This design comes from an exercise in tuning for small area and a short achievable clock period on the open sky130 flow, not from production work.
In this exercise RTL edits were held to simulation tests only and were not proved equivalent to the original.
Power is estimated from default activity; no workload was simulated.

File: flow/design.v
module ecc144_codec (
    input  wire         clk,
    input  wire         rst,
    input  wire         in_valid,
    input  wire         in_op,         
    input  wire [2:0]   in_src,
    input  wire [127:0] in_data,
    input  wire [15:0]  in_check,
    output reg          out_valid,
    output reg  [127:0] out_data,
    output reg  [15:0]  out_check,
    output reg  [1:0]   out_status,
    output reg  [5:0]   out_sym,
    output reg  [3:0]   out_err,
    output reg  [15:0]  corr_cnt,
    output reg  [15:0]  uncorr_cnt,
    output reg  [2:0]   last_src,
    output reg  [5:0]   last_sym,
    output reg  [3:0]   last_err
);
    localparam [1:0] ST_OK = 2'd0, ST_CORR = 2'd1, ST_UNCORR = 2'd2;
    localparam [15:0] CNT_MAX = 16'hFFFE;
    function [3:0] gf_mul(input [3:0] x, input [3:0] y);
        reg [6:0] r;
        integer i;
        begin
            r = 7'd0;
            for (i = 0; i < 4; i = i + 1)
                if (y[i]) r = r ^ ({3'd0, x} << i);
            for (i = 6; i >= 4; i = i - 1)
                if (r[i]) r = r ^ (7'h13 << (i - 4));
            gf_mul = r[3:0];
        end
    endfunction
    function [3:0] col_q(input [3:0] a, input [3:0] b);
        begin
            col_q = gf_mul(a, a) ^ gf_mul(a, b) ^ gf_mul(4'h8, gf_mul(b, b));
        end
    endfunction
    wire [15:0] kg = in_check & {16{in_op}};
    wire [15:0] syn;
    wire t144 = in_data[87] ^ in_data[107];
    wire t145 = in_data[21] ^ in_data[29];
    wire t146 = in_data[39] ^ in_data[47];
    wire t147 = in_data[22] ^ in_data[30];
    wire t148 = in_data[69] ^ in_data[77];
    wire t149 = in_data[91] ^ in_data[95];
    wire t150 = in_data[76] ^ in_data[124];
    wire t151 = in_data[104] ^ in_data[108];
    wire t152 = in_data[15] ^ in_data[43];
    wire t153 = in_data[114] ^ in_data[122];
    wire t154 = in_data[90] ^ in_data[94];
    wire t155 = in_data[75] ^ in_data[79];
    wire t156 = in_data[113] ^ in_data[121];
    wire t157 = in_data[20] ^ in_data[28];
    wire t158 = in_data[23] ^ in_data[31];
    wire t159 = in_data[51] ^ t144;
    wire t160 = in_data[86] ^ t147;
    wire t161 = in_data[103] ^ t146;
    wire t162 = in_data[116] ^ in_data[120];
    wire t163 = in_data[99] ^ in_data[123];
    wire t164 = in_data[106] ^ in_data[126];
    wire t165 = in_data[7] ^ in_data[71];
    wire t166 = in_data[70] ^ in_data[78];
    wire t167 = in_data[105] ^ in_data[109];
    wire t168 = in_data[11] ^ in_data[127];
    wire t169 = in_data[6] ^ in_data[14];
    wire t170 = in_data[52] ^ in_data[60];
    wire t171 = in_data[83] ^ in_data[111];
    wire t172 = in_data[36] ^ in_data[100];
    wire t173 = in_data[38] ^ in_data[46];
    wire t174 = in_data[84] ^ in_data[88];
    wire t175 = in_data[49] ^ in_data[57];
    wire t176 = in_data[37] ^ in_data[45];
    wire t177 = in_data[117] ^ in_data[125];
    wire t178 = in_data[85] ^ in_data[89];
    wire t179 = in_data[16] ^ in_data[24];
    wire t180 = in_data[115] ^ in_data[119];
    wire t181 = in_data[65] ^ in_data[73];
    wire t182 = t156 ^ t177;
    wire t183 = in_data[44] ^ t172;
    wire t184 = in_data[96] ^ t151;
    wire t185 = t148 ^ t181;
    wire t186 = t149 ^ t155;
    wire t187 = in_data[112] ^ t162;
    wire t188 = in_data[118] ^ t153;
    wire t189 = in_data[82] ^ t154;
    wire t190 = in_data[59] ^ t159;
    wire t191 = in_data[4] ^ in_data[12];
    wire t192 = in_data[33] ^ in_data[97];
    wire t193 = in_data[102] ^ in_data[110];
    wire t194 = in_data[80] ^ in_data[92];
    wire t195 = in_data[61] ^ in_data[93];
    wire t196 = in_data[42] ^ in_data[98];
    wire t197 = in_data[64] ^ in_data[68];
    wire t198 = in_data[2] ^ in_data[10];
    wire t199 = in_data[17] ^ in_data[25];
    wire t200 = in_data[50] ^ in_data[58];
    wire t201 = in_data[19] ^ in_data[27];
    wire t202 = in_data[66] ^ in_data[74];
    wire t203 = in_data[48] ^ in_data[56];
    wire t204 = in_data[5] ^ in_data[13];
    wire t205 = in_data[18] ^ in_data[26];
    wire t206 = in_data[32] ^ in_data[40];
    wire t207 = in_data[101] ^ t167;
    wire t208 = t174 ^ t194;
    wire t209 = in_data[41] ^ t192;
    wire t210 = t145 ^ t204;
    wire t211 = t152 ^ t163;
    wire t212 = t158 ^ t165;
    wire t213 = in_data[3] ^ t168;
    wire t214 = in_data[81] ^ t178;
    wire t215 = in_data[72] ^ t197;
    wire t216 = in_data[34] ^ t196;
    wire t217 = t166 ^ t202;
    wire t218 = t150 ^ t157;
    wire t219 = t171 ^ t180;
    wire t220 = t184 ^ t206;
    wire t221 = in_data[35] ^ t187;
    wire t222 = in_data[63] ^ t186;
    wire t223 = t160 ^ t173;
    wire t224 = t161 ^ t201;
    wire t225 = in_data[0] ^ in_data[8];
    wire t226 = in_data[1] ^ in_data[9];
    wire t227 = in_data[55] ^ in_data[67];
    wire t228 = in_data[54] ^ in_data[62];
    wire t229 = t170 ^ t179;
    wire t230 = t164 ^ t193;
    wire t231 = t175 ^ t176;
    wire t232 = kg[9] ^ kg[13];
    wire t233 = t169 ^ t198;
    wire t234 = kg[10] ^ kg[14];
    wire t235 = kg[11] ^ kg[15];
    wire t236 = in_data[53] ^ t195;
    wire t237 = t212 ^ t227;
    wire t238 = t182 ^ t185;
    wire t239 = t208 ^ t229;
    wire t240 = t214 ^ t236;
    wire t241 = t189 ^ t217;
    wire t242 = t188 ^ t233;
    wire t243 = t211 ^ t213;
    wire t244 = t218 ^ t225;
    wire t245 = t183 ^ t203;
    wire t246 = t207 ^ t209;
    wire t247 = t222 ^ t237;
    wire t248 = t190 ^ t224;
    wire t249 = t200 ^ t205;
    wire t250 = t199 ^ t226;
    wire t251 = kg[4] ^ t191;
    wire t252 = kg[8] ^ kg[12];
    wire t253 = t228 ^ t249;
    wire t254 = kg[5] ^ t210;
    wire t255 = t230 ^ t234;
    wire t256 = t215 ^ t252;
    wire t257 = t223 ^ t241;
    wire t258 = t238 ^ t250;
    wire t259 = t216 ^ t242;
    wire t260 = t221 ^ t243;
    wire t261 = t244 ^ t245;
    wire t262 = t220 ^ t239;
    wire t263 = t231 ^ t246;
    wire t264 = t247 ^ t248;
    wire t265 = in_data[79] ^ in_data[115];
    wire t266 = in_data[107] ^ in_data[111];
    wire t267 = in_data[47] ^ in_data[92];
    wire t268 = in_data[77] ^ in_data[125];
    wire t269 = in_data[78] ^ t164;
    wire t270 = t145 ^ t199;
    wire t271 = t169 ^ t268;
    wire t272 = t152 ^ t267;
    wire t273 = in_data[91] ^ t176;
    wire t274 = t157 ^ t200;
    wire t275 = t219 ^ t235;
    wire t276 = in_data[93] ^ t219;
    wire t277 = t185 ^ t232;
    wire t278 = t179 ^ t235;
    wire t279 = t265 ^ t270;
    wire t280 = t170 ^ t182;
    wire t281 = t191 ^ t215;
    wire t282 = in_data[106] ^ t216;
    wire t283 = kg[6] ^ t271;
    wire t284 = t189 ^ t272;
    wire t285 = in_data[126] ^ t251;
    wire t286 = kg[7] ^ t269;
    wire t287 = t220 ^ t286;
    wire t288 = t273 ^ t277;
    wire t289 = in_data[124] ^ t221;
    wire t290 = t240 ^ t255;
    wire t291 = t190 ^ t279;
    wire t292 = t261 ^ t262;
    wire t293 = t260 ^ t281;
    wire t294 = t210 ^ t258;
    wire t295 = t253 ^ t257;
    wire t296 = t188 ^ t263;
    wire t297 = kg[0] ^ t187;
    wire t298 = t251 ^ t256;
    wire t299 = t297 ^ t298;
    wire t300 = t292 ^ t299;
    wire t301 = kg[1] ^ t232;
    wire t302 = t240 ^ t254;
    wire t303 = t301 ^ t258;
    wire t304 = t263 ^ t302;
    wire t305 = t303 ^ t304;
    wire t306 = kg[2] ^ kg[6];
    wire t307 = t306 ^ t255;
    wire t308 = t259 ^ t307;
    wire t309 = t295 ^ t308;
    wire t310 = in_data[35] ^ kg[3];
    wire t311 = kg[7] ^ t310;
    wire t312 = t243 ^ t275;
    wire t313 = t311 ^ t312;
    wire t314 = t264 ^ t313;
    wire t315 = in_data[27] ^ in_data[31];
    wire t316 = in_data[53] ^ in_data[59];
    wire t317 = in_data[61] ^ in_data[68];
    wire t318 = in_data[84] ^ in_data[108];
    wire t319 = in_data[116] ^ in_data[123];
    wire t320 = kg[12] ^ t168;
    wire t321 = t266 ^ t315;
    wire t322 = t316 ^ t317;
    wire t323 = t318 ^ t319;
    wire t324 = t160 ^ t183;
    wire t325 = t218 ^ t320;
    wire t326 = t321 ^ t322;
    wire t327 = t323 ^ t222;
    wire t328 = t253 ^ t280;
    wire t329 = t284 ^ t285;
    wire t330 = t324 ^ t325;
    wire t331 = t326 ^ t327;
    wire t332 = t328 ^ t329;
    wire t333 = t330 ^ t296;
    wire t334 = t331 ^ t332;
    wire t335 = t333 ^ t334;
    wire t336 = in_data[8] ^ in_data[11];
    wire t337 = in_data[12] ^ in_data[19];
    wire t338 = in_data[23] ^ in_data[24];
    wire t339 = in_data[28] ^ in_data[40];
    wire t340 = in_data[44] ^ in_data[55];
    wire t341 = in_data[56] ^ in_data[60];
    wire t342 = in_data[72] ^ in_data[85];
    wire t343 = in_data[88] ^ in_data[105];
    wire t344 = in_data[120] ^ kg[13];
    wire t345 = t148 ^ t150;
    wire t346 = t151 ^ t155;
    wire t347 = t156 ^ t175;
    wire t348 = t193 ^ t205;
    wire t349 = t336 ^ t337;
    wire t350 = t338 ^ t339;
    wire t351 = t340 ^ t341;
    wire t352 = t342 ^ t343;
    wire t353 = t159 ^ t209;
    wire t354 = t344 ^ t345;
    wire t355 = t346 ^ t347;
    wire t356 = t348 ^ t349;
    wire t357 = t350 ^ t351;
    wire t358 = t352 ^ t223;
    wire t359 = t254 ^ t276;
    wire t360 = t282 ^ t284;
    wire t361 = t353 ^ t354;
    wire t362 = t355 ^ t356;
    wire t363 = t357 ^ t358;
    wire t364 = t359 ^ t360;
    wire t365 = t361 ^ t362;
    wire t366 = t363 ^ t364;
    wire t367 = t365 ^ t366;
    wire t368 = in_data[9] ^ in_data[13];
    wire t369 = in_data[25] ^ in_data[29];
    wire t370 = in_data[41] ^ in_data[43];
    wire t371 = in_data[45] ^ in_data[57];
    wire t372 = in_data[73] ^ in_data[89];
    wire t373 = in_data[94] ^ in_data[99];
    wire t374 = in_data[121] ^ kg[14];
    wire t375 = t144 ^ t149;
    wire t376 = t153 ^ t158;
    wire t377 = t166 ^ t167;
    wire t378 = t171 ^ t195;
    wire t379 = t203 ^ t368;
    wire t380 = t369 ^ t370;
    wire t381 = t371 ^ t372;
    wire t382 = t373 ^ t160;
    wire t383 = t274 ^ t374;
    wire t384 = t375 ^ t376;
    wire t385 = t377 ^ t378;
    wire t386 = t379 ^ t380;
    wire t387 = t381 ^ t224;
    wire t388 = t239 ^ t282;
    wire t389 = t283 ^ t382;
    wire t390 = t383 ^ t384;
    wire t391 = t385 ^ t386;
    wire t392 = t289 ^ t387;
    wire t393 = t388 ^ t389;
    wire t394 = t390 ^ t391;
    wire t395 = t392 ^ t393;
    wire t396 = t394 ^ t395;
    wire t397 = in_data[10] ^ in_data[14];
    wire t398 = in_data[26] ^ in_data[30];
    wire t399 = in_data[42] ^ in_data[46];
    wire t400 = in_data[58] ^ in_data[62];
    wire t401 = in_data[74] ^ in_data[95];
    wire t402 = in_data[110] ^ in_data[122];
    wire t403 = kg[15] ^ t154;
    wire t404 = t175 ^ t397;
    wire t405 = t398 ^ t399;
    wire t406 = t400 ^ t401;
    wire t407 = t402 ^ t211;
    wire t408 = t212 ^ t403;
    wire t409 = t404 ^ t405;
    wire t410 = t406 ^ t240;
    wire t411 = t245 ^ t280;
    wire t412 = t407 ^ t408;
    wire t413 = t409 ^ t287;
    wire t414 = t289 ^ t291;
    wire t415 = t410 ^ t411;
    wire t416 = t412 ^ t413;
    wire t417 = t414 ^ t415;
    wire t418 = t416 ^ t417;
    wire t419 = in_data[100] ^ t150;
    wire t420 = t184 ^ t208;
    wire t421 = t219 ^ t419;
    wire t422 = t256 ^ t420;
    wire t423 = t421 ^ t260;
    wire t424 = t422 ^ t264;
    wire t425 = t423 ^ t424;
    wire t426 = in_data[97] ^ t207;
    wire t427 = t214 ^ t232;
    wire t428 = t238 ^ t276;
    wire t429 = t426 ^ t427;
    wire t430 = t428 ^ t429;
    wire t431 = t264 ^ t292;
    wire t432 = t293 ^ t430;
    wire t433 = t431 ^ t432;
    wire t434 = in_data[86] ^ in_data[98];
    wire t435 = t434 ^ t241;
    wire t436 = t290 ^ t435;
    wire t437 = t294 ^ t296;
    wire t438 = t436 ^ t437;
    wire t439 = in_data[67] ^ in_data[71];
    wire t440 = in_data[103] ^ in_data[127];
    wire t441 = t144 ^ t163;
    wire t442 = t439 ^ t440;
    wire t443 = t186 ^ t230;
    wire t444 = t441 ^ t442;
    wire t445 = t275 ^ t443;
    wire t446 = t444 ^ t259;
    wire t447 = t445 ^ t295;
    wire t448 = t446 ^ t447;
    wire t449 = in_data[67] ^ in_data[100];
    wire t450 = t147 ^ t158;
    wire t451 = t205 ^ t449;
    wire t452 = t161 ^ t213;
    wire t453 = t217 ^ t450;
    wire t454 = t451 ^ t242;
    wire t455 = t246 ^ t285;
    wire t456 = t452 ^ t453;
    wire t457 = t262 ^ t288;
    wire t458 = t291 ^ t454;
    wire t459 = t455 ^ t456;
    wire t460 = t457 ^ t458;
    wire t461 = t459 ^ t460;
    wire t462 = in_data[15] ^ in_data[64];
    wire t463 = in_data[75] ^ in_data[104];
    wire t464 = in_data[112] ^ in_data[119];
    wire t465 = in_data[123] ^ t165;
    wire t466 = t173 ^ t174;
    wire t467 = t462 ^ t463;
    wire t468 = t464 ^ t465;
    wire t469 = t466 ^ t467;
    wire t470 = t254 ^ t468;
    wire t471 = t469 ^ t248;
    wire t472 = t259 ^ t261;
    wire t473 = t288 ^ t290;
    wire t474 = t470 ^ t471;
    wire t475 = t472 ^ t473;
    wire t476 = t474 ^ t475;
    wire t477 = in_data[7] ^ in_data[65];
    wire t478 = in_data[101] ^ in_data[105];
    wire t479 = in_data[113] ^ t145;
    wire t480 = t178 ^ t180;
    wire t481 = t226 ^ t228;
    wire t482 = t266 ^ t477;
    wire t483 = t478 ^ t161;
    wire t484 = t231 ^ t234;
    wire t485 = t479 ^ t480;
    wire t486 = t481 ^ t482;
    wire t487 = t244 ^ t278;
    wire t488 = t283 ^ t483;
    wire t489 = t484 ^ t485;
    wire t490 = t486 ^ t257;
    wire t491 = t487 ^ t488;
    wire t492 = t489 ^ t293;
    wire t493 = t490 ^ t491;
    wire t494 = t492 ^ t493;
    wire t495 = in_data[15] ^ in_data[66];
    wire t496 = in_data[76] ^ in_data[83];
    wire t497 = in_data[87] ^ in_data[90];
    wire t498 = in_data[102] ^ in_data[114];
    wire t499 = t146 ^ t198;
    wire t500 = t495 ^ t496;
    wire t501 = t497 ^ t498;
    wire t502 = t183 ^ t274;
    wire t503 = t499 ^ t500;
    wire t504 = t501 ^ t223;
    wire t505 = t256 ^ t278;
    wire t506 = t502 ^ t503;
    wire t507 = t247 ^ t287;
    wire t508 = t504 ^ t505;
    wire t509 = t506 ^ t294;
    wire t510 = t507 ^ t508;
    wire t511 = t509 ^ t510;
    assign syn[0] = t300;
    assign syn[1] = t305;
    assign syn[2] = t309;
    assign syn[3] = t314;
    assign syn[4] = t335;
    assign syn[5] = t367;
    assign syn[6] = t396;
    assign syn[7] = t418;
    assign syn[8] = t425;
    assign syn[9] = t433;
    assign syn[10] = t438;
    assign syn[11] = t448;
    assign syn[12] = t461;
    assign syn[13] = t476;
    assign syn[14] = t494;
    assign syn[15] = t511;
    reg         r1_valid;
    reg         r1_op;
    reg [2:0]   r1_src;
    reg [127:0] r1_data;
    reg [15:0]  r1_check;
    reg [15:0]  r1_syn;
    always @(posedge clk) begin
        if (rst) r1_valid <= 1'b0;
        else     r1_valid <= in_valid;
        r1_op    <= in_op;
        r1_src   <= in_src;
        r1_data  <= in_data;
        r1_check <= in_check;
        r1_syn   <= syn;
    end
    wire [3:0] s0 = r1_syn[3:0];
    wire [3:0] s1 = r1_syn[7:4];
    wire [3:0] s2 = r1_syn[11:8];
    wire [3:0] s3 = r1_syn[15:12];
    wire [3:0] c1 = s3 ^ gf_mul(4'h8, s2);
    wire [3:0] c3 = s1 ^ c1;
    wire [3:0] c2 = s2 ^ c3;
    wire [3:0] c0 = s0 ^ s2 ^ c1;
    wire [15:0] enc_check = {c3, c2, c1, c0};
    wire nz0  = |s0;
    wire zero = ~|{s3, s2, s1, s0};
    wire [15:0] eq1;
    wire [3:0]  eq2;
    genvar gc;
    generate
        for (gc = 0; gc < 16; gc = gc + 1) begin : g_eq1
            assign eq1[gc] = (s1 == gf_mul(gc, s0));
        end
        for (gc = 0; gc < 4; gc = gc + 1) begin : g_eq2
            assign eq2[gc] = (s2 == gf_mul(gc, s0));
        end
    endgenerate
    wire [3:0] qe  = gf_mul(s1, s1) ^ gf_mul(s1, s2) ^ gf_mul(4'h8, gf_mul(s2, s2)) ^ gf_mul(s0, s3);
    wire       qok = (qe == 4'h0);
    wire is_data = eq2[2] | eq2[3];
    wire posok   = is_data | ((eq2[0] | eq2[1]) & (eq1[0] | eq1[1]));
    wire corr    = nz0 & qok & posok;
    wire [3:0] a_bin;
    assign a_bin[0] = |{eq1[1], eq1[3], eq1[5], eq1[7], eq1[9], eq1[11], eq1[13], eq1[15]};
    assign a_bin[1] = |{eq1[2], eq1[3], eq1[6], eq1[7], eq1[10], eq1[11], eq1[14], eq1[15]};
    assign a_bin[2] = |{eq1[4], eq1[5], eq1[6], eq1[7], eq1[12], eq1[13], eq1[14], eq1[15]};
    assign a_bin[3] = |eq1[15:8];
    wire [5:0] pos = is_data ? {1'b0, eq2[3], a_bin} : {2'b10, 2'b00, eq2[1], a_bin[0]};
    wire [1:0] dec_status = zero ? ST_OK : (corr ? ST_CORR : ST_UNCORR);
    wire [5:0] dec_sym    = corr ? pos : 6'd0;
    wire [3:0] dec_err    = corr ? s0 : 4'h0;
    wire [15:0] eq3;
    generate
        for (gc = 0; gc < 16; gc = gc + 1) begin : g_eq3
            assign eq3[gc] = (s3 == gf_mul(gc, s0));
        end
    endgenerate
    wire [127:0] cdata;
    generate
        for (gc = 0; gc < 16; gc = gc + 1) begin : g_cd
            assign cdata[4*gc +: 4]      = s0 & {4{r1_op & eq1[gc] & eq2[2] & eq3[col_q(gc, 4'h2)]}};
            assign cdata[64 + 4*gc +: 4] = s0 & {4{r1_op & eq1[gc] & eq2[3] & eq3[col_q(gc, 4'h3)]}};
        end
    endgenerate
    wire [15:0] ccheck = {s0 & {4{r1_op & eq1[1] & eq2[1] & eq3[col_q(4'h1, 4'h1)]}},
                          s0 & {4{r1_op & eq1[0] & eq2[1] & eq3[col_q(4'h0, 4'h1)]}},
                          s0 & {4{r1_op & eq1[1] & eq2[0] & eq3[col_q(4'h1, 4'h0)]}},
                          s0 & {4{r1_op & eq1[0] & eq2[0] & eq3[col_q(4'h0, 4'h0)]}}};
    reg [2:0] out_src;
    always @(posedge clk) begin
        if (rst) out_valid <= 1'b0;
        else     out_valid <= r1_valid;
        out_src    <= r1_src;
        out_data   <= r1_data ^ cdata;
        out_check  <= r1_op ? (r1_check ^ ccheck) : enc_check;
        out_status <= r1_op ? dec_status : ST_OK;
        out_sym    <= r1_op ? dec_sym : 6'd0;
        out_err    <= r1_op ? dec_err : 4'h0;
    end
    always @(posedge clk) begin
        if (rst) begin
            corr_cnt   <= 16'd0;
            uncorr_cnt <= 16'd0;
            last_src   <= 3'd0;
            last_sym   <= 6'd0;
            last_err   <= 4'h0;
        end else if (out_valid) begin
            if (out_status == ST_CORR) begin
                if (corr_cnt != CNT_MAX) corr_cnt <= corr_cnt + 16'd1;
                last_src <= out_src;
                last_sym <= out_sym;
                last_err <= out_err;
            end
            if (out_status == ST_UNCORR && uncorr_cnt != CNT_MAX)
                uncorr_cnt <= uncorr_cnt + 16'd1;
        end
    end
endmodule
File: flow/flow/run.sh
#!/bin/bash
# The standard layout, with every port buffered by a buf_2 cell instead of the default
# clkdlybuf4s50_1 (smaller and faster); the tools' output goes to standard.log here.
set -euo pipefail
export BUFFER_PORTS_ARGS="-buffer_cell sky130_fd_sc_hd__buf_2"
bash standard.sh > standard.log 2>&1
File: flow/standard.sh
#!/bin/bash
# synth_recipe.tcl (not shown) runs the flow's synth.tcl, then flattens the netlist and writes it again
# the make line also repeats each setting of config.mk as NAME=value (left out here)
make -C /OpenROAD-flow-scripts/flow DESIGN_CONFIG=/design/flow/config.mk WORK_HOME=/design/flow/orfs CLKGATE_MAP_FILE= SYNTH_SCRIPT=/design/flow/synth_recipe.tcl "${@:-finish}"
File: flow/config.mk
export PLATFORM = sky130hd
export DESIGN_NAME = ecc144_codec
export DESIGN_NICKNAME = ecc144_codec
export VERILOG_FILES = /design/flow/design.v
export SDC_FILE = /design/flow/constraint.sdc
export NUM_CORES = 4
export LEC_CHECK = 0
export CAP_MARGIN = 20
export CORE_MARGIN = 2
export CORE_UTILIZATION = 40
export CTS_BUF_LIST = sky130_fd_sc_hd__clkbuf_8
export CTS_CLUSTER_DIAMETER = 50
export CTS_CLUSTER_SIZE = 16
export SETUP_SLACK_MARGIN = 3.8
export SLEW_MARGIN = 20
File: flow/constraint.sdc
create_clock -name core_clock -period 7.5 [get_ports {clk}]
set_input_delay 1.5000 -clock core_clock [delete_from_list [all_inputs] [get_ports {clk}]]
set_output_delay 1.5000 -clock core_clock [all_outputs]
set_load 0.01 [all_outputs]
==> impl_results.md, run 1 <==
- Async set-reset flop share out of synthesis: 0%
- DP HPWL: about 45 mm
- Core ar.: 41850 um2
- Detailed Route Iter0 Violations: 871
- Crit share post-route: around half
- Placer Congestion: a little over 0.9
- Clock Skew: approximately 36 ps
- Clk root buf: clkbuf_8
- Slew HR: ~28%
- Worst-margin pin slew: 1073 ps
- Yosys reg bits: 370
- Layout area overhead: 18.73%
- IO Port Bufs: roughly 350
- Top cell type's share of synthesized area: approximately 44%
- Crit-path max cell delay: 560 ps
- Pwr dens: roughly 440 nW/um2
- Max-cap viol count: 0
- Clk pin slew, worst setup/hold paths: 90 ps
- Post-synth top area cell: dfxtp_1
- Peak fanout along the critical path: 36
- Slew Viols, Final: 0
- Crit end category: flop
- Total grt overflow: 0
- Clk latency of the worst-skew pair: roughly 630 ps
- Cell family with most CP delay: simple AND/OR/NAND/NOR gates
- RSZ-0062 raised after global routing: yes
- Largest net degree at the start of global routing: 56
- Synth Instances: 1701
- Top-Level Pins: roughly 350
- Crit path launch type: flop
- Hold slack: 336.9 ps
- Most frequent cell after synthesis: xnor2_1
- Synth unique cells: 65
- Post-synth EDFFs: 0
- P_leak: between 8 and 9 nW
- Most frequent cells after synthesis: xnor2_1, dfxtp_1, nand2_1
- Slowest CP cell: and3_1
- Setup CP Type: flop to flop
- Worst Path Arrival: 4120 ps
- Total negative slack: 0 ps
- Routed Antenna Nets: 0
- Tot Pwr: roughly 9 mW
- CTS Hold Bufs: 0
- Row cnt: 75
- Tmin final: roughly 3600 ps
- Synth Flop Type: dfxtp_1
- Post-Synthesis Cell Area: around 17000 um2
- Global-route wire length before repair: roughly 84 mm
- Vias in the first global route: 12720
- Met2 Use GR: 44.26%
- Diodes inserted: 0
- CTS tree: done
- Fin. Hold Viols: 0
- Grt peak-use layer: met2
- Remaining DRCs: 0
- Vias per cell: roughly 4.9
- GR Util met3: under 10%
- CP Buf/Inv Count: 2
- Vias: 12690
- Type of the most critical hold path: flop to flop
- Worst VDD drop: roughly 0.19 mV
- Initial antenna violation count: 2
- Initial core utilization: about 40%
- Clk sinks: 370
- Grt met1 use: about a third
- Die width: ~210 um
- Critical-path cell list: buf_4, buf_6, xor2_2, mux2i_1, nand3_1, a21oi_1, and3_1, nand2_1, xnor2_1
- Mapped Nets: between 1500 and 2000
- Die area: 43910 um2
- Setup Viol. Count Final: 0
- CTS H-Tree Depth: 2
- Top cells by area, synth: dfxtp_1, xnor2_1, xor2_1
- Share of the yosys chip area belonging to registers: a little over two fifths
- GRT Resource Usage Total: between 20% and 30%
- Net count, final: 2208
- WL per Instance: 22.15 um
- Mapped Avg Cell Area: 9.935 um2
- Drt pass-1 iters: 5
- Status: timing/DRC/antenna clean
- Share of cells above drive strength 1: around 23%
- Die height: approximately 210 um
- Routed WL: 57.75 mm
- Bufs on Longest Clock Path: 3
- Ys Warns: 1
- F_max: 275.4 MHz
- CTS buffer count: 38
- Critical Path RT: approximately 8000 ps
final cells by class:
type                    instances  area (um2)
repair buffers                368        1893
flip-flops and latches        370        7420
multi-input cells            1250        9233
clock buffers                  45       619.3
well taps                     539       674.4
clock inverters                22       173.9
fillers                      4024       21790
inverters                      13       52.55
placed cells by master, fill, tap and decap left out, types with 8 or more instances in the layout:
master    netlist  final
a21oi_1        26     26
and2_1          9      9
and3_1         18     18
buf_2          18    352
buf_4           4     13
clkbuf_8        0     45
dfxtp_1       370    366
ha_1           16     14
inv_1          12     17
mux2i_1         8      8
nand2_1       245    245
nand2b_1        8      8
nand3_1        23     23
nand4_1        11     11
nor2_1         76     73
nor3_1         34     34
nor4_1         10     10
o21ai_0        15     15
or3_1           9      9
xnor2_1       488    488
xnor3_1        13     13
xor2_1        154    150
routing by layer:
| metal | share of wire (%) | wire length, um |
|---|---|---|
| met4 | 3.4 | 1952 |
| met5 | 0.036 | 21 |
| met1 | 42 | 24440 |
| met2 | 48 | 27770 |
| met3 | 6.2 | 3565 |
final timing paths:
kind	startpoint	to	slack, ps	cells past startpoint
setup / recovery	r1_syn[2]	out_data[44]	3870	9
hold reg to reg	r1_src[2]	out_src[2]	340	0
setup reg to reg	r1_syn[2]	out_data[44]	3870	9
hold / removal	r1_src[2]	out_src[2]	340	0
logic make-up (layout without fill, tap and decap cells):
logic type	Yosys count	after routing	share of synthesized area, %
AOI/OAI and AO/OA	74	74	2.828
xor gates and xnor gates	661	661	35.78
adders and majority gates	16	16	1.185
buffers and inverters	81	448	2.110
DFF	370	370	43.83
muxes	8	8	0.4738
and+or+nand+nor	491	491	13.79
stage by stage:
step                setup WS, ps  std cells  cell area [um2]  utilization [%]
floorplan                   3834       1701            16900                -
global placement            3025       2538            19140            45.74
detailed placement          3052       2538            19140            45.74
CTS                         3732       2605            19990            47.77
global route                3789       2607            20070            47.94
finish                      3869       2607            20070            47.94
power breakdown:
| part | internal, mW | switching [mW] | leakage, nW |
|---|---|---|---|
| registers | 2.18 | 0.230 | 3.10 |
| logic | 2.11 | 2.97 | 4.54 |
| clock network | 0.582 | 0.782 | 0.424 |
flip-flops by register name, indices dropped and copies added (netlist names), 4 cells and up:
| name | flops |
|---|---|
| corr_cnt | 16 |
| r1_check | 16 |
| uncorr_cnt | 16 |
| out_err | 4 |
| out_check | 16 |
| last_sym | 6 |
| last_err | 4 |
| r1_syn | 16 |
| out_sym | 6 |
| r1_data | 128 |
| out_data | 128 |
repair_timing:
item	CTS	global route
endpoints found under the setup margin	110	88
buffers inserted	0	2
gates cloned	0	0
resized for setup	12	11
pin swaps	0	1
==> run 2, diff against run 1 <==
--- a/flow/config.mk
+++ b/flow/config.mk
@@ -13,3 +13,3 @@
 export CTS_CLUSTER_SIZE = 16
-export SETUP_SLACK_MARGIN = 3.8
+export SETUP_SLACK_MARGIN = 4.6
 export SLEW_MARGIN = 20
==> run 2 against run 1 <==
Fmax rose by 25%; register-to-register slack improved by 750 ps; area after synthesis unchanged; via count grew 2.6%; cell area increased by 7.1%; clock-buffer cell count fell by 2; total power grew 9.7%; global-route usage rose by 0.70 points; sequential power about the same; critical path depth is 1 lower; worst hold slack worse by 3.5 ps; die area unchanged; highest routed layer unchanged.
==> impl_results.md, run 2 <==
- Synth Flop Type: dfxtp_1
- Setup Viol. Count Final: 0 (unchanged)
- Synth Instances: 1701 (unchanged)
- Worst hold start: r1_src[0]
- Clk sinks: 370 (unchanged)
- Crit share post-route: 38.76% (-9.7 points)
- # fillers: 3867 (-3.9%)
- Routed Antenna Nets: 0 (unchanged)
- Crit end category: flop
- RSZ-0062 raised after global routing: yes
- CP Buf/Inv Count: 1 (-1)
- Mapped Nets: 1868 (unchanged)
- Net count, final: 2259 (+2.3%)
- Die height: 209.5 um (unchanged)
- WL per Instance: 22.29 um (+0.61%)
- Top cell type's share of synthesized area: 43.83% (unchanged)
- Hold slack: 333.4 ps (-3.490 ps)
- Diodes inserted: 0 (unchanged)
- Die width: 209.5 um (unchanged)
- Slew Viols, Final: 0 (unchanged)
- Final cell count without fillers: 2657 (+1.9%)
- Post-Synthesis Cell Area: 16900 um2 (unchanged)
- Global-route wire length before repair: 85.38 mm (+2.0%)
- Initial core utilization: 40.38% (unchanged)
- Clk root buf: clkbuf_8
- R2r startpoint: r1_syn[3]
- Vias in the first global route: 12820 (+0.81%)
- GRT Resource Usage Total: 26.62% (+0.70 points)
- Slowest CP cell: xnor2_2
- Clk latency of the worst-skew pair: 610 ps (-20 ps)
- Commonest non-fill, non-tap cell in the layout: xnor2_1
- CTS H-Tree Depth: 2 (unchanged)
- Slew HR: 35.97% (+8.0 points)
- Ys Warns: 1 (unchanged)
- Worst Path Arrival: 3380 ps (-740 ps)
- Synth unique cells: 65 (unchanged)
- Max-cap viol count: 0 (unchanged)
- Core ar.: 41850 um2 (unchanged)
- Grt met1 use: 33.63% (+1.2 points)
- Row cnt: 75 (unchanged)
- Crit path launch type: input port
- Setup CP Type: input port to flop
- Share of the yosys chip area belonging to registers: 43.83% (unchanged)
- F_max: 344.0 MHz (+25%)
- Routed WL: 59.21 mm (+2.5%)
- Most frequent cell after synthesis: xnor2_1
- Multi-input logic area: 10020 um2 (+8.6%)
- Clk pin slew, worst setup/hold paths: 80 ps (about the same)
- Register area: 7427 um2 (+0.10%)
- CTS Hold Bufs: 0 (unchanged)
- Placed Cells: 2539 (+0.039%)
- Die area: 43910 um2 (unchanged)
- Worst-margin pin slew: 956.9 ps (-115.8 ps)
- Peak fanout along the critical path: 3 (-92%)
- P_leak: 8.792 nW (+9.1%)
- Async set-reset flop share out of synthesis: 0% (unchanged)
- Critical-path cell list: buf_2, xor2_1, xnor2_2, xnor2_1, xor2_1, xnor2_1, xnor2_1, xnor2_1
- Initial antenna violation count: 3 (+1)
- Most frequent cells after synthesis: xnor2_1, dfxtp_1, nand2_1
- Yosys reg bits: 370 (unchanged)
- Post-synth EDFFs: 0 (unchanged)
- IO Port Bufs: 352 (unchanged)
- Grt peak-use layer: met2
- Worst VDD drop: 0.2461 mV (+31%)
- Cell family with most CP delay: XOR/XNOR gates
- Worst R2R Setup Slack: 4620 ps (+750 ps)
- Share of cells above drive strength 1: 29.32% (+6.2 points)
- Biggest regs: out_data (128), r1_data (128)
- Worst setup path startpoint: in_data[122]
- Top cells by area, synth: dfxtp_1, xnor2_1, xor2_1
- Placer Congestion: 0.9371 (+1.4%)
- Fin. Hold Viols: 0 (unchanged)
- GR Util met3: 4.444% (-1.1 points)
- Final instance area: 21500 um2 (+7.1%)
- Critical Path RT: 7970 ps (-20 ps)
- Bufs on Longest Clock Path: 3 (unchanged)
- Status: timing/DRC/antenna clean
- Crit-path max cell delay: 420 ps (-140 ps)
- Met2 Use GR: 45.71% (+1.4 points)
- Detailed Route Iter0 Violations: 763 (-12%)
- Commonest non-fill, non-tap cells in the layout: xnor2_1, dfxtp_1, buf_2, nand2_1, xor2_1
- Mapped Avg Cell Area: 9.935 um2 (unchanged)
- Placed Instance Area: 19460 um2 (+1.6%)
- Critical Path Most Common Cell: xnor2_1
- Top-Level Pins: 353 (unchanged)
- Vias: 13020 (+2.6%)
- Largest net degree at the start of global routing: 48 (-14%)
- Type of the most critical hold path: flop to flop
- Clock Skew: 27.58 ps (-8.885 ps)
- Remaining DRCs: 0 (unchanged)
- Vias per cell: 4.899 (+0.69%)
- Tot Pwr: 9.712 mW (+9.7%)
- Post-synth top area cell: dfxtp_1
- Pwr dens: 451.8 nW/um2 (+2.4%)
- Total grt overflow: 0 (unchanged)
- CTS tree: done
- DP HPWL: 44.87 mm (-0.12%)
- Total negative slack: 0 ps (unchanged)
- CTS buffer count: 38 (unchanged)
- Tmin final: 2907 ps (-724.2 ps)
- Layout area overhead: 27.22%
- Drt pass-1 iters: 7 (+2)
==> run 2: worst paths after layout <==
path | endpoint | cells after the start
min reg2reg | out_src[0] | 0
max reg2reg | out_sym[0] | 8
min | out_src[0] | 0
max | r1_syn[11] | 8
==> run 2: timing repair <==
action | 4_1_cts | 5_1_grt
endpoints found under the setup margin | 163 | 119
setup buffers | 28 | 23
pin swaps | 16 | 28
cloned | 1 | 0
gates resized for setup | 72 | 49
==> run 2: cell type report <==
type | instances | share of cell area, %
repair buffers | 419 | 11.37
clock inverters | 23 | 1.286
clock buffers | 43 | 2.753
multi-input cells | 1250 | 46.62
well taps | 539 | 3.137
flip-flops and latches | 370 | 34.55
inverters | 13 | 0.2910
==> run 2: cells by family (layout without fill, tap and decap cells) <==
kind of cell / after synthesis / count (layout) / share of synthesized area (%)
compound gates: 74 / 74 / 2.828
xor+xnor: 661 / 661 / 35.78
fa+ha+maj: 16 / 16 / 1.185
buf+inv: 81 / 498 / 2.110
flops: 370 / 370 / 43.83
mux: 8 / 8 / 0.4738
simple gates: 491 / 491 / 13.79
==> run 2: metrics by stage <==
step                util (%)  setup slack, ps
CTS                    50.25             4539
detailed placement     46.49             3314
global route           51.37             4544
finish                 51.37             4593
floorplan                  -             4368
global placement       46.49             3327
==> run 2: metal layers <==
| layer | vias to the layer above | wire length, um |
|---|---|---|
| met5 | - | 42 |
| met4 | 6 | 2315 |
| met3 | 103 | 2875 |
| met2 | 427 | 28700 |
| met1 | 6315 | 25280 |
| li1 | 6166 | - |
==> run 2: where the power goes <==
group	internal, mW	leakage (nW)	total (mW)	switching [mW]
clock	0.670	0.439	1.45	0.783
combinational	2.55	5.25	5.86	3.31
sequential	2.18	3.10	2.40	0.214
total	5.40	8.79	9.71	4.31
==> run 3, diff against run 2 <==
==> flow/flow/run.sh (replaced) <==
#!/bin/bash
# The standard layout, with every port buffered by a buf_1 cell instead of the default
# clkdlybuf4s50_1 (smaller and faster); the tools' output goes to standard.log here.
set -euo pipefail
export BUFFER_PORTS_ARGS="-buffer_cell sky130_fd_sc_hd__buf_1"
bash standard.sh > standard.log 2>&1
--- a/flow/config.mk
+++ b/flow/config.mk
@@ -13,3 +13,3 @@
 export CTS_CLUSTER_SIZE = 16
-export SETUP_SLACK_MARGIN = 4.6
+export SETUP_SLACK_MARGIN = 4.5
 export SLEW_MARGIN = 20
==> run 3 against run 2 <==
Total power is 3.8% lower; area after synthesis stayed put; via count is 2.3% lower; critical path type is now flop to flop; largest cell class unchanged.
==> impl_results.md, run 3 <==
- Status: timing/DRC/antenna clean
- Clk pin slew, worst setup/hold paths: 90 ps (about the same)
- Crit end category: flop
- Placer Congestion: 0.9296 (-0.80%)
- Share of cells above drive strength 1: 10.64% (-19 points)
- Routed Antenna Nets: 0 (unchanged)
- Worst Path Arrival: 3540 ps (+160 ps)
- Largest net degree at the start of global routing: 48 (unchanged)
- Yosys reg bits: 370 (unchanged)
- Setup WS pre-CTS: 3261 ps (-52.40 ps)
- Layout area overhead: 21.47%
- Total grt overflow: 0 (unchanged)
- DP HPWL: 44.46 mm (-0.92%)
- P_sw: 4.221 mW (-2.0%)
- P_leak: 7.505 nW (-15%)
- Crit path launch type: flop
- Placed Cells: 2536 (-0.12%)
- CTS H-Tree Depth: 2 (unchanged)
- Ys Warns: 1 (unchanged)
- Tmin final: 3070 ps (+162.2 ps)
- Setup Viol. Count Final: 0 (unchanged)
- IO Port Bufs: 352 (unchanged)
- CTS tree: done
- Global-route wire length before repair: 84.35 mm (-1.2%)
- Pwr dens: 455.2 nW/um2 (+0.76%)
- Critical Path RT: 7970 ps (about the same)
- CTS buffer count: 39 (+2.6%)
- CTS Hold Bufs: 0 (unchanged)
- Peak fanout along the critical path: 36 (+33)
- Final cell count without fillers: 2634 (-0.87%)
- Share of the yosys chip area belonging to registers: 43.83% (unchanged)
- Final Util: 49.05% (-2.3 points)
- Top cell type's share of synthesized area: 43.83% (unchanged)
- Tot Pwr: 9.345 mW (-3.8%)
- Seq pwr share: 25.6% (+0.9 points)
- Drt pass-1 iters: 5 (-2)
- Async set-reset flop share out of synthesis: 0% (unchanged)
- Max-cap viol count: 0 (unchanged)
- Top cells by area, synth: dfxtp_1, xnor2_1, xor2_1
- Fin. Hold Viols: 0 (unchanged)
- Initial core utilization: 40.38% (unchanged)
- Clock Skew: 34.39 ps (+6.809 ps)
- Diodes inserted: 0 (unchanged)
- Bufs on Longest Clock Path: 3 (unchanged)
- Vias in the first global route: 12780 (-0.30%)
- Most frequent cell after synthesis: xnor2_1
- Switching share of power: 45.17% (+0.82 points)
- Top-Level Pins: 353 (unchanged)
- GRT Resource Usage Total: 26.15% (-0.46 points)
- Slew Viols, Final: 0 (unchanged)
- Post-Synthesis Cell Area: 16900 um2 (unchanged)
- Biggest regs: out_data (128), r1_data (128)
- Int Pwr: 5.123 mW (-5.2%)
- Final instance area: 20530 um2 (-4.5%)
- Vias: 12720 (-2.3%)
- Commonest non-fill, non-tap cell in the layout: xnor2_1
- Initial antenna violation count: 0 (-3)
- Commonest non-fill, non-tap cells in the layout: xnor2_1, dfxtp_1, buf_1, nand2_1, xor2_1
- Synth unique cells: 65 (unchanged)
- Mapped Nets: 1868 (unchanged)
- Setup CP Type: flop to flop
- Crit share post-route: 40.93% (+2.2 points)
- Clk latency of the worst-skew pair: 620 ps (about the same)
- Worst-margin pin slew: 1034 ps (+76.92 ps)
- Post-synth top area cell: dfxtp_1
- Clk root buf: clkbuf_8
- WL per Instance: 21.95 um (-1.5%)
- Core ar.: 41850 um2 (unchanged)
- Total negative slack: 0 ps (unchanged)
- Routed WL: 57.82 mm (-2.4%)
- Row cnt: 75 (unchanged)
- F_max: 325.8 MHz (-5.3%)
- Hold slack: 335.7 ps (+2.361 ps)
- Worst VDD drop: 0.2424 mV (-1.5%)
- Slew HR: 30.35% (-5.6 points)
- Remaining DRCs: 0 (unchanged)
- Clock share of power: 15.3% (+0.3 points)
- Clk sinks: 370 (unchanged)
- Placed Instance Area: 18810 um2 (-3.3%)
- Type of the most critical hold path: flop to flop
- Die height: 209.5 um (unchanged)
- Post-route setup slack: 4430 ps (-162.2 ps)
- Most frequent cells after synthesis: xnor2_1, dfxtp_1, nand2_1
- Die width: 209.5 um (unchanged)
- Detailed Route Iter0 Violations: 831 (+8.9%)
- Vias per cell: 4.827 (-1.5%)
- Mapped Avg Cell Area: 9.935 um2 (unchanged)
- Net count, final: 2236 (-1.0%)
- RSZ-0062 raised after global routing: yes
- Post-synth EDFFs: 0 (unchanged)
- Die area: 43910 um2 (unchanged)
- Combinational power share: 59.1% (-1.3 points)
- Synth Flop Type: dfxtp_1
- Synth Instances: 1701 (unchanged)
[run 3: cell counts after synthesis]
No cell type changed its count.
[run 3: final cells by class]
type                       count  area [um2]
clock buffer                  43       591.8
clock inverter                24       255.2
fill                        4048       21320
inverter                      13       52.55
multi-input combinational   1250        9774
sequential                   370        7425
tap                          539       674.4
timing repair buffer         395        1755
[run 3: layer usage]
| metal | GRT usage [%] | vias up | wire length [um] |
|---|---|---|---|
| li1 | - | 6130 | - |
| met1 | 32.60 | 6036 | 24010 |
| met2 | 44.64 | 443 | 27860 |
| met3 | 4.953 | 106 | 3625 |
| met4 | 10.56 | 0 | 2321 |
| met5 | 0 | - | 0 |
[run 3: worst paths after layout]
kind / from / end / slack [ps] / depth (start not counted)
setup / recovery: r1_syn[3] / out_sym[0] / 4430 / 8
hold / removal: r1_src[0] / out_src[0] / 340 / 0
setup reg to reg: r1_syn[3] / out_sym[0] / 4430 / 8
hold reg to reg: r1_src[0] / out_src[0] / 340 / 0
[run 3: worst max-delay path, cell delays in order (launching register included)]
cell and delay, ps:
dfxtp_4 410, buf_8 340, xor2_2 370, xnor2_1 200
xnor2_1 480, a21oi_1 200, or2_1 310, nor4_1 470
nor3_1 120
[run 3: what timing repair did]
action,4_1_cts,5_1_grt
buffers inserted,18,13
setup endpoints to repair,160,104
cloned,0,0
pin swaps,9,11
gates resized for setup,66,38
[run 3: kinds of logic (layout without fill, tap and decap cells)]
group	count (synthesis)	in the layout	share of synthesized area [%]
xor gates and xnor gates	661	661	35.78
and+or+nand+nor	491	491	13.79
DFF	370	370	43.83
buffers and inverters	81	475	2.110
AOI/OAI and AO/OA	74	74	2.828
adders and majority gates	16	16	1.185
muxes	8	8	0.4738
[run 3: power by group through the flow]
stage | clock network, mW | registers, mW | logic, mW
detailed placement | 0 | 2.54 | 4.82
global route | 1.53 | 2.41 | 5.90
global placement | 0 | 2.54 | 4.85
finish | 1.43 | 2.39 | 5.52
CTS | 1.46 | 2.39 | 5.32
floorplan | 0 | 2.34 | 3.83
==> run 4, diff against run 3 <==
==> flow/flow/run.sh (replaced) <==
#!/bin/bash
# The standard layout, with the input ports buffered by buf_2 cells and the output ports
# by buf_1 cells (after global placement, see out_bufs.tcl) instead of the default
# clkdlybuf4s50_1; the tools' output goes to standard.log here.
set -euo pipefail
export BUFFER_PORTS_ARGS="-inputs -buffer_cell sky130_fd_sc_hd__buf_2"
export POST_GLOBAL_PLACE_TCL="$PWD/flow/out_bufs.tcl"
bash standard.sh > standard.log 2>&1
==> flow/flow/out_bufs.tcl (new file) <==
# one buf_1 on every output port, placed by the detailed placement that follows
buffer_ports -outputs -buffer_cell sky130_fd_sc_hd__buf_1
==> run 4 against run 3 <==
Sequential share of layout area is 0.33 points lower; utilization rose by 0.48 points; via count grew 1.2%; area after synthesis unchanged.
==> impl_results.md, run 4 <==
- Status: timing/DRC/antenna clean
- Multi-input logic area: 9673 um2 (-1.0%)
- RSZ-0062 raised after global routing: yes
- Detailed Route Iter0 Violations: 983 (+18%)
- Share of cells above drive strength 1: 17.56% (+6.9 points)
- CP Buf/Inv Count: 3 (+2)
- Worst VDD drop: 0.2062 mV (-15%)
- Total negative slack: 0 ps (unchanged)
- Top cells by area, synth: dfxtp_1, xnor2_1, xor2_1
- Die width: 209.5 um (unchanged)
- Clk latency of the worst-skew pair: 670 ps (+50 ps)
- Routed Antenna Nets: 0 (unchanged)
- Mapped Avg Cell Area: 9.935 um2 (unchanged)
- Seq pwr share: 25.7% (about the same)
- Synth Flop Type: dfxtp_1
- Drt pass-1 iters: 5 (unchanged)
- Type of the most critical hold path: flop to flop
- Die area: 43910 um2 (unchanged)
- Clock Skew: 62.65 ps (+28.26 ps)
- Crit-path max cell delay: 450 ps (-30 ps)
- Final Util: 49.53% (+0.48 points)
- Initial antenna violation count: 3 (+3)
- Clk root buf: clkbuf_8
- Cell family with most CP delay: simple AND/OR/NAND/NOR gates
- Routed WL: 59.31 mm (+2.6%)
- Slew Viols, Final: 0 (unchanged)
- # fillers: 4004 (-1.1%)
- F_max: 339.5 MHz (+4.2%)
- Critical-path cell list: buf_12, buf_12, xor2_1, or3_1, a211o_1, or3_4, nor3_4, buf_12, nand2_1, xnor2_1
- Critical Path Most Common Cell: buf_12
- Total grt overflow: 0 (unchanged)
- Top-Level Pins: 353 (unchanged)
- Synth unique cells: 65 (unchanged)
- Vias in the first global route: 12760 (-0.16%)
- CTS tree: done
- Crit path launch type: flop
- Most frequent cell after synthesis: xnor2_1
- Peak fanout along the critical path: 41 (+14%)
- Clock share of power: 14.9% (-0.4 points)
- Global-route wire length before repair: 85.45 mm (+1.3%)
- Commonest non-fill, non-tap cells in the layout: xnor2_1, dfxtp_1, nand2_1, buf_1, buf_2
- Fin. Hold Viols: 0 (unchanged)
- Bufs on Longest Clock Path: 3 (unchanged)
- CTS buffer count: 40 (+2.6%)
- Int Pwr: 5.135 mW (+0.22%)
- Largest net degree at the start of global routing: 56 (+17%)
- Pwr dens: 455.1 nW/um2 (about the same)
- GRT Resource Usage Total: 26.70% (+0.54 points)
- Async set-reset flop share out of synthesis: 0% (unchanged)
- Commonest non-fill, non-tap cell in the layout: xnor2_1
- Vias per cell: 4.861 (+0.69%)
- Top cell type's share of synthesized area: 43.83% (unchanged)
- Register area: 7428 um2 (about the same)
- Hold slack: 342.4 ps (+6.644 ps)
- P_leak: 7.885 nW (+5.1%)
- WL per Instance: 22.41 um (+2.1%)
- Layout area overhead: 22.66%
- Post-synth top area cell: dfxtp_1
- DP HPWL: 45.07 mm (+1.4%)
- CTS H-Tree Depth: 2 (unchanged)
- Post-Synthesis Cell Area: 16900 um2 (unchanged)
- Row cnt: 75 (unchanged)
- Switching share of power: 45.57% (+0.39 points)
- Yosys reg bits: 370 (unchanged)
- Max-cap viol count: 0 (unchanged)
- Net count, final: 2247 (+0.49%)
- Die height: 209.5 um (unchanged)
- Crit end category: flop
- Worst-margin pin slew: 1083 ps (+48.83 ps)
- Worst Path Arrival: 3510 ps (-30 ps)
- Ys Warns: 1 (unchanged)
- Clk sinks: 370 (unchanged)
- Share of the yosys chip area belonging to registers: 43.83% (unchanged)
- Clk pin slew, worst setup/hold paths: 90 ps (about the same)
- Critical Path RT: 8060 ps (+90 ps)
- Most frequent cells after synthesis: xnor2_1, dfxtp_1, nand2_1
- Setup CP Type: flop to flop
- Tmin final: 2945 ps (-124.4 ps)
- Core ar.: 41850 um2 (unchanged)
- CTS Hold Bufs: 0 (unchanged)
- Mapped Nets: 1868 (unchanged)
- Initial core utilization: 40.38% (unchanged)
- IO Port Bufs: 352 (unchanged)
- Slew HR: 27.06% (-3.3 points)
- Remaining DRCs: 0 (unchanged)
- P_sw: 4.298 mW (+1.8%)
- Biggest regs: out_data (128), r1_data (128)
- Setup Viol. Count Final: 0 (unchanged)
- Vias: 12870 (+1.2%)
- Crit share post-route: 39.27% (-1.7 points)
- Post-synth EDFFs: 0 (unchanged)
- Combinational power share: 59.4% (+0.3 points)
- Slowest CP cell: a211o_1
- Tot Pwr: 9.433 mW (+0.95%)
- Synth Instances: 1701 (unchanged)
run 4: cell counts after synthesis:
No cell type changed its count.
run 4: final timing paths:
| check | slack [ps] | cells after the start | startpoint | endpoint |
|---|---|---|---|---|
| max reg2reg | 4550 | 10 | r1_syn[0] | out_data[105] |
| min reg2reg | 340 | 0 | r1_src[0] | out_src[0] |
| min | 340 | 0 | r1_src[0] | out_src[0] |
| max | 4550 | 10 | r1_syn[0] | out_data[105] |
run 4: final cells by class:
cell class              instances  share of cell area (%)
diodes                          1                 0.01207
clock buffers                  42                   2.789
clock inverters                27                   1.274
inverters                      13                  0.2716
multi-input cells            1250                   46.66
flip-flops and latches        370                   35.83
well taps                     539                   3.253
repair buffers                405                   9.905
run 4: routing by layer:
metal  vias to the layer above  share of wire, %  track usage (%)
li1                       6149                 -                -
met1                      6181                43            33.72
met2                       445                48            45.80
met3                        87               5.5            4.250
met4                         4               3.7            10.44
met5                         -             0.039                0
run 4: logic make-up (layout without fill, tap and decap cells):
family,Yosys count,after routing,share of synthesized area (%)
XOR/XNOR,661,661,35.78
AND/OR/NAND/NOR,491,491,13.79
flip-flops,370,370,43.83
buffers and inverters,81,487,2.110
AO/OA/AOI/OAI,74,74,2.828
adder cells (fa/ha/maj),16,16,1.185
multiplexers,8,8,0.4738
other,0,1,0
run 4: repair_timing:
action	in CTS	in global routing
pin swaps	11	7
buffers inserted	23	16
endpoints found under the setup margin	162	138
hold endpoints to repair	0	0
resized for setup	61	30
run 4: power groups by stage:
| stage | registers, mW | logic, mW | clock network [mW] |
|---|---|---|---|
| final | 2.43 | 5.60 | 1.40 |
| after global routing | 2.44 | 5.96 | 1.52 |
| after CTS | 2.43 | 5.31 | 1.44 |
| after detailed placement | 2.58 | 4.84 | 0 |
| after global placement | 2.64 | 4.75 | 0 |
| after floorplan | 2.34 | 3.83 | 0 |
run 4: stage by stage:
stage,setup WS (ps),cells,area (um2)
finish,4555,2647,20730
global placement,3054,2336,18250
global route,4484,2647,20730
detailed placement,2949,2538,19010
CTS,4403,2630,20430
floorplan,4367,1701,17080
==> run 5, diff against run 4 <==
--- a/flow/config.mk
+++ b/flow/config.mk
@@ -13,3 +13,3 @@
 export CTS_CLUSTER_SIZE = 16
-export SETUP_SLACK_MARGIN = 4.5
+export SETUP_SLACK_MARGIN = 4.6
 export SLEW_MARGIN = 20
==> run 5 against run 4 <==
Critical path type is now input port to flop; largest cell class unchanged; first-iteration DRC count shrank 18%; register-to-register slack gained 50 ps; die area is the same; global-route usage grew 0.084 points; worst setup slack lost 27 ps; largest power group unchanged; non-clock buffer count grew 12; fmax shrank 0.90%; combinational power grew 3%; flip-flop and latch count is the same; sequential power is essentially flat.
==> impl_results.md, run 5 <==
- Slew Viols, Final: 0 (unchanged)
- Slew HR: 33.35% (+6.3 points)
- Synth Instances: 1701 (unchanged)
- Clk root buf: clkbuf_8
- Share of the yosys chip area belonging to registers: 43.83% (unchanged)
- WL per Instance: 22.40 um (about the same)
- Worst setup path startpoint: in_data[87]
- Die area: 43910 um2 (unchanged)
- Bufs on Longest Clock Path: 3 (unchanged)
- Critical-path cell list: clkbuf_4, xor2_4, xnor2_2, xor2_2, buf_4, xor2_1, xnor2_1, xor2_1, xnor2_1
- Drt pass-1 iters: 4 (-1)
- Most frequent cells after synthesis: xnor2_1, dfxtp_1, nand2_1
- CTS H-Tree Depth: 2 (unchanged)
- Peak fanout along the critical path: 3 (-93%)
- CTS tree: done
- Routed WL: 59.53 mm (+0.37%)
- Global-route wire length before repair: 85.81 mm (+0.42%)
- Clk sinks: 370 (unchanged)
- Initial core utilization: 40.38% (unchanged)
- Total grt overflow: 0 (unchanged)
- Hold slack: 334.9 ps (-7.464 ps)
- P_leak: 8.163 nW (+3.5%)
- Switching share of power: 44.94% (-0.62 points)
- Clock share of power: 15.2% (+0.3 points)
- P_sw: 4.344 mW (+1.1%)
- Status: timing/DRC/antenna clean
- Crit-path max cell delay: 380 ps (-70 ps)
- Fin. Hold Viols: 0 (unchanged)
- Initial antenna violation count: 4 (+1)
- Vias per cell: 4.888 (+0.57%)
- Post-Synthesis Cell Area: 16900 um2 (unchanged)
- Diodes inserted: 0 (-1)
- Tot Pwr: 9.665 mW (+2.5%)
- Worst VDD drop: 0.2277 mV (+10%)
- Die width: 209.5 um (unchanged)
- Net count, final: 2259 (+0.53%)
- Critical Path Stages: 9 (-1)
- Layout area overhead: 26.22%
- Multiplexer share of the synthesized area: 0.4738% (unchanged)
- Largest net degree at the start of global routing: 59 (+5.4%)
- Routed Antenna Nets: 0 (unchanged)
- Compound-gate portion of the synthesized area: 2.828% (unchanged)
- Core ar.: 41850 um2 (unchanged)
- Crit path launch type: input port
- Crit end category: flop
- Mapped Nets: 1868 (unchanged)
- Crit share post-route: 39.63% (+0.36 points)
- DP HPWL: 45.15 mm (+0.19%)
- Largest family of logic cells by synthesized area: XOR/XNOR gates
- Async set-reset flop share out of synthesis: 0% (unchanged)
- Worst Path Arrival: 3510 ps (about the same)
- Worst-margin pin slew: 989.4 ps (-93.28 ps)
- Post-route setup slack: 4528 ps (-26.87 ps)
- Post-synth EDFFs: 0 (unchanged)
- Mapped Avg Cell Area: 9.935 um2 (unchanged)
- Post-synthesis simple-gate area fraction: 13.79% (unchanged)
- Synth Area in Adders: 1.185% (unchanged)
- Seq pwr share: 25.1% (-0.6 points)
- Clk pin slew, worst setup/hold paths: 90 ps (about the same)
- Setup CP Type: input port to flop
- Setup WS pre-CTS: 3402 ps (+453.6 ps)
- R2r startpoint: r1_syn[0]
- Clock Skew: 36.30 ps (-26.35 ps)
- Top cells by area, synth: dfxtp_1, xnor2_1, xor2_1
- Synth unique cells: 65 (unchanged)
- Commonest non-fill, non-tap cells in the layout: xnor2_1, dfxtp_1, nand2_1, buf_1, buf_2
- GRT Resource Usage Total: 26.78% (+0.084 points)
- Share of cells above drive strength 1: 19.92% (+2.4 points)
- F_max: 336.5 MHz (-0.90%)
- Slowest CP cell: xor2_1
- Final instance area: 21330 um2 (+2.9%)
- Row cnt: 75 (unchanged)
- Setup Viol. Count Final: 0 (unchanged)
- Most frequent cell after synthesis: xnor2_1
- Synth Flop Type: dfxtp_1
- IO Port Bufs: 352 (unchanged)
- Vias in the first global route: 12900 (+1.1%)
- Path depth of the worst reg2reg path: 10 (unchanged)
- CTS Hold Bufs: 0 (unchanged)
- Pwr dens: 453.1 nW/um2 (-0.43%)
- Commonest non-fill, non-tap cell in the layout: xnor2_1
- Cell family with most CP delay: XOR/XNOR gates
- Vias: 12990 (+0.99%)
- Clk latency of the worst-skew pair: 640 ps (-30 ps)
- Max-cap viol count: 0 (unchanged)
- Ys Warns: 1 (unchanged)
- Yosys reg bits: 370 (unchanged)
- Tmin final: 2972 ps (+26.87 ps)
- Biggest regs: out_data (128), r1_data (128)
- Worst hold path depth: 0 (unchanged)
- Top cell type's share of synthesized area: 43.83% (unchanged)
- CTS buffer count: 40 (unchanged)
- RSZ-0062 raised after global routing: yes
- Combinational power share: 59.7% (+0.3 points)
- Placed Instance Area: 19200 um2 (+0.99%)
- Type of the most critical hold path: flop to flop
- CP Buf/Inv Count: 2 (-1)
- Total negative slack: 0 ps (unchanged)
- Worst hold start: r1_src[0]
- Detailed Route Iter0 Violations: 808 (-18%)
- Int Pwr: 5.321 mW (+3.6%)
- Top-Level Pins: 353 (unchanged)
- Die height: 209.5 um (unchanged)
- Post-synth top area cell: dfxtp_1
- Remaining DRCs: 0 (unchanged)
- Critical Path RT: 8040 ps (-20 ps)
- Synth Area in XOR/XNOR: 35.78% (unchanged)
## run 5: changes by cell type in the layout (fill, tap and decap cells not counted), sizes merged, moves of 2 or more
cell / delta
bufinv: +2
buf: +9
clkinvlp: -3
inv: +3
## run 5: per-layer routing
| layer | wire length (um) | track usage, % | up-vias | part of all wire (%) |
|---|---|---|---|---|
| li1 | - | - | 6174 | - |
| met1 | 25090 | 33.75 | 6261 | 42 |
| met2 | 28990 | 46.13 | 446 | 49 |
| met3 | 3129 | 4.713 | 104 | 5.3 |
| met4 | 2266 | 9.611 | 8 | 3.8 |
| met5 | 54 | 0 | - | 0.091 |
## run 5: layout make-up
| type | count | area (um2) |
|---|---|---|
| fill | 3922 | 20520 |
| tap | 539 | 674.4 |
| sequential | 370 | 7428 |
| clock inverter | 28 | 325.3 |
| inverter | 13 | 61.31 |
| timing repair buffer | 417 | 2255 |
| clock buffer | 41 | 564.3 |
| multi-input combinational | 1250 | 10020 |
## run 5: worst paths after layout
path,end,slack [ps]
setup / recovery,r1_syn[12],4530
hold / removal,out_src[0],330
hold reg to reg,out_src[0],330
setup reg to reg,out_data[103],4600
## run 5: stage by stage
| stage | util (%) | std cells |
|---|---|---|
| after floorplan | - | 1701 |
| after global placement | 44.06 | 2336 |
| after detailed placement | 45.87 | 2538 |
| after CTS | 49.90 | 2642 |
| after global routing | 50.97 | 2658 |
| final | 50.97 | 2658 |
## run 5: cells by family after synthesis
kind of cell / count (synthesis)
mux: 8
compound gates: 74
fa+ha+maj: 16
buf+inv: 81
xor+xnor: 661
flops: 370
simple gates: 491
## run 5: timing repair
action | in CTS | in global routing
pin swaps | 24 | 23
gates cloned | 1 | 1
setup endpoints to repair | 162 | 122
resized for setup | 77 | 52
setup buffers | 34 | 15
## run 5: power groups by stage
stage	Clock, mW	Sequential, mW	Combinational (mW)
after floorplan	0	2.34	3.88
after global placement	0	2.55	4.82
after detailed placement	0	2.49	4.92
after global routing	1.59	2.44	6.18
final	1.47	2.43	5.77
after CTS	1.51	2.42	5.48
==> run 6, diff against run 5 <==
--- a/flow/config.mk
+++ b/flow/config.mk
@@ -13,3 +13,3 @@
 export CTS_CLUSTER_SIZE = 16
-export SETUP_SLACK_MARGIN = 4.6
+export SETUP_SLACK_MARGIN = 4.4
 export SLEW_MARGIN = 20
==> run 6 against run 5 <==
Still clean on timing, DRC and antenna; via count down 0.95%; global-route usage down 0.13 points; die area unchanged; routed wire length down 1.0%.
==> impl_results.md, run 6 <==
- Total negative slack: 0 ps (unchanged)
- Crit-path max cell delay: 560 ps (+180 ps)
- Drt pass-1 iters: 5 (+1)
- Top-Level Pins: 353 (unchanged)
- Pwr dens: 455.4 nW/um2 (+0.50%)
- WL per Instance: 22.38 um (about the same)
- Final instance area: 20460 um2 (-4.1%)
- Commonest non-fill, non-tap cells in the layout: xnor2_1, dfxtp_1, nand2_1, buf_1, buf_2
- Routed Antenna Nets: 0 (unchanged)
- Vias per cell: 4.890 (about the same)
- Final Util: 48.88% (-2.1 points)
- Initial core utilization: 40.38% (unchanged)
- Share of the yosys chip area belonging to registers: 43.83% (unchanged)
- Bufs on Longest Clock Path: 3 (unchanged)
- Mapped Nets: 1868 (unchanged)
- Clock share of power: 15.5% (+0.3 points)
- Clk latency of the worst-skew pair: 630 ps (about the same)
- Die height: 209.5 um (unchanged)
- Int Pwr: 5.090 mW (-4.3%)
- Largest net degree at the start of global routing: 62 (+5.1%)
- Final cell count without fillers: 2632 (-0.98%)
- Synth Instances: 1701 (unchanged)
- Core ar.: 41850 um2 (unchanged)
- Initial antenna violation count: 3 (-1)
- Post-route setup slack: 4440 ps (-87.77 ps)
- Tot Pwr: 9.316 mW (-3.6%)
- CTS buffer count: 40 (unchanged)
- Total grt overflow: 0 (unchanged)
- Clk sinks: 370 (unchanged)
- Worst VDD drop: 0.2742 mV (+20%)
- Die width: 209.5 um (unchanged)
- IO Port Bufs: 352 (unchanged)
- Most frequent cells after synthesis: xnor2_1, dfxtp_1, nand2_1
- Net count, final: 2236 (-1.0%)
- CTS tree: done
- Slowest CP cell: nor3_2
- Cell family with most CP delay: simple AND/OR/NAND/NOR gates
- Worst Path Arrival: 3510 ps (about the same)
- P_leak: 7.770 nW (-4.8%)
- Status: timing/DRC/antenna clean
- Type of the most critical hold path: flop to flop
- Crit path launch type: flop
- Synth Flop Type: dfxtp_1
- Post-synth EDFFs: 0 (unchanged)
- Yosys reg bits: 370 (unchanged)
- GRT Resource Usage Total: 26.65% (-0.13 points)
- Tmin final: 3060 ps (+87.77 ps)
- Detailed Route Iter0 Violations: 913 (+13%)
- Post-synth top area cell: dfxtp_1
- Biggest regs: out_data (128), r1_data (128)
- DP HPWL: 45.06 mm (-0.21%)
- Slew HR: 20.82% (-13 points)
- Slew Viols, Final: 0 (unchanged)
- RSZ-0062 raised after global routing: yes
- Worst-margin pin slew: 1175 ps (+185.9 ps)
- Placed Cells: 2539 (+0.039%)
- Row cnt: 75 (unchanged)
- Post-Synthesis Cell Area: 16900 um2 (unchanged)
- Setup CP Type: flop to flop
- Setup Viol. Count Final: 0 (unchanged)
- CP Buf/Inv Count: 2 (unchanged)
- Setup WS pre-CTS: 3115 ps (-286.9 ps)
- Top cells by area, synth: dfxtp_1, xnor2_1, xor2_1
- Routed WL: 58.91 mm (-1.0%)
- Peak fanout along the critical path: 8 (+5)
- Ys Warns: 1 (unchanged)
- Vias: 12870 (-0.95%)
- Layout area overhead: 21.04%
- Synth unique cells: 65 (unchanged)
- Most frequent cell after synthesis: xnor2_1
- P_sw: 4.225 mW (-2.7%)
- Die area: 43910 um2 (unchanged)
- Critical-path cell list: inv_1, ha_4, buf_4, xor2_1, and3_1, o21ai_0, nor3_2, nand2_1, xnor2_1
- Combinational power share: 59.4% (-0.3 points)
- Async set-reset flop share out of synthesis: 0% (unchanged)
- Clk pin slew, worst setup/hold paths: 100 ps (about the same)
- Clk root buf: clkbuf_8
- # fillers: 3999 (+2.0%)
- Top cell type's share of synthesized area: 43.83% (unchanged)
- Switching share of power: 45.36% (+0.41 points)
- Crit share post-route: 40.80% (+1.2 points)
- Clock Skew: 41.74 ps (+5.447 ps)
- CTS Hold Bufs: 0 (unchanged)
- Global-route wire length before repair: 85.73 mm (about the same)
- CTS H-Tree Depth: 2 (unchanged)
- Commonest non-fill, non-tap cell in the layout: xnor2_1
- Hold slack: 336.9 ps (+2.019 ps)
- Vias in the first global route: 12900 (-0.023%)
- Fin. Hold Viols: 0 (unchanged)
- Share of cells above drive strength 1: 16.16% (-3.8 points)
- Placed Instance Area: 18980 um2 (-1.1%)
- Crit end category: flop
- F_max: 326.8 MHz (-2.9%)
- Remaining DRCs: 0 (unchanged)
- Critical Path RT: 7950 ps (-90 ps)
- Max-cap viol count: 0 (unchanged)
- Seq pwr share: 25.1% (about the same)
- Mapped Avg Cell Area: 9.935 um2 (unchanged)
run 6: changes by cell type in the layout (fill, tap and decap cells not counted), moves of 5 or more:
cell / previous run / this run
xnor2_1: 452 / 479
xnor2_2: 35 / 9
xor2_4: 9 / 3
nor2_2: 0 / 6
buf_4: 44 / 34
buf_12: 12 / 6
nand2_2: 5 / 0
nor2_4: 9 / 3
nand2_1: 240 / 245
xor2_1: 134 / 144
run 6: final cells by class:
type	instances	area (um2)	share of cell area, %
flip-flops and latches	370	7422	36.28
clock buffers	42	578.1	2.826
clock inverters	23	285.3	1.395
diodes	1	2.502	0.01223
inverters	13	50.05	0.2447
repair buffers	394	1907	9.322
well taps	539	674.4	3.297
multi-input cells	1250	9537	46.62
run 6: per-layer routing:
metal	vias up	part of all wire (%)	global-route usage (%)
met5	-	0.019	0
met4	2	3.2	8.755
met3	87	5.8	4.773
met2	463	49	45.89
met1	6195	42	33.83
li1	6123	-	-
run 6: what timing repair did:
action / 4_1_cts / 5_1_grt
buffers inserted: 17 / 9
pin swaps: 6 / 5
resized for setup: 52 / 16
endpoints found under the hold margin: 0 / 0
gates cloned: 0 / 0
endpoints found under the setup margin: 154 / 82
run 6: cell families after synthesis:
group / synth area share, %
xor+xnor: 35.78
mux: 0.4738
compound gates: 2.828
simple gates: 13.79
buf+inv: 2.110
flops: 43.83
fa+ha+maj: 1.185
run 6: worst paths after layout:
check / cells past startpoint / slack (ps) / end / start
worst max-delay path: 9 / 4440 / out_data[15] / r1_syn[1]
worst min-delay path: 0 / 340 / out_src[0] / r1_src[0]
worst max register to register: 9 / 4440 / out_data[15] / r1_syn[1]
worst min register to register: 0 / 340 / out_src[0] / r1_src[0]
run 6: power groups by stage:
stage | Sequential [mW] | Clock [mW] | Combinational [mW]
2_1_floorplan | 2.34 | 0 | 3.79
3_3_place_gp | 2.52 | 0 | 4.85
3_5_place_dp | 2.46 | 0 | 4.96
4_1_cts | 2.35 | 1.48 | 5.33
5_1_grt | 2.36 | 1.56 | 5.89
6_report | 2.34 | 1.45 | 5.53

## re-timing with driven ports
The results above use ideal ports. As a check the final layouts listed here were re-extracted and re-timed, cells and wires unchanged. Step 1 sets driving cells, clkbuf_16 on the clock port and buf_2 on the other inputs (assumed; they add their load-dependent delay and slew). Step 2 also shifts input and output timing later by t, the mid clock arrival at the registers, as if the neighbouring blocks saw the same clock. Slacks: ideal ports / drivers / drivers and shift; pairs: ideal ports / drivers.
run	shift t [ns]	setup WS [ns]
run 1	0.663	3.869 / 3.869 / 3.606
run 2	0.653	4.593 / 4.615 / 3.962
run 3	0.658	4.430 / 4.430 / 3.846
run 4	0.686	4.555 / 4.555 / 3.909
run 5	0.670	4.528 / 4.561 / 3.890
run 6	0.662	4.440 / 4.440 / 3.813
After both steps setup and hold are still met in every run listed.
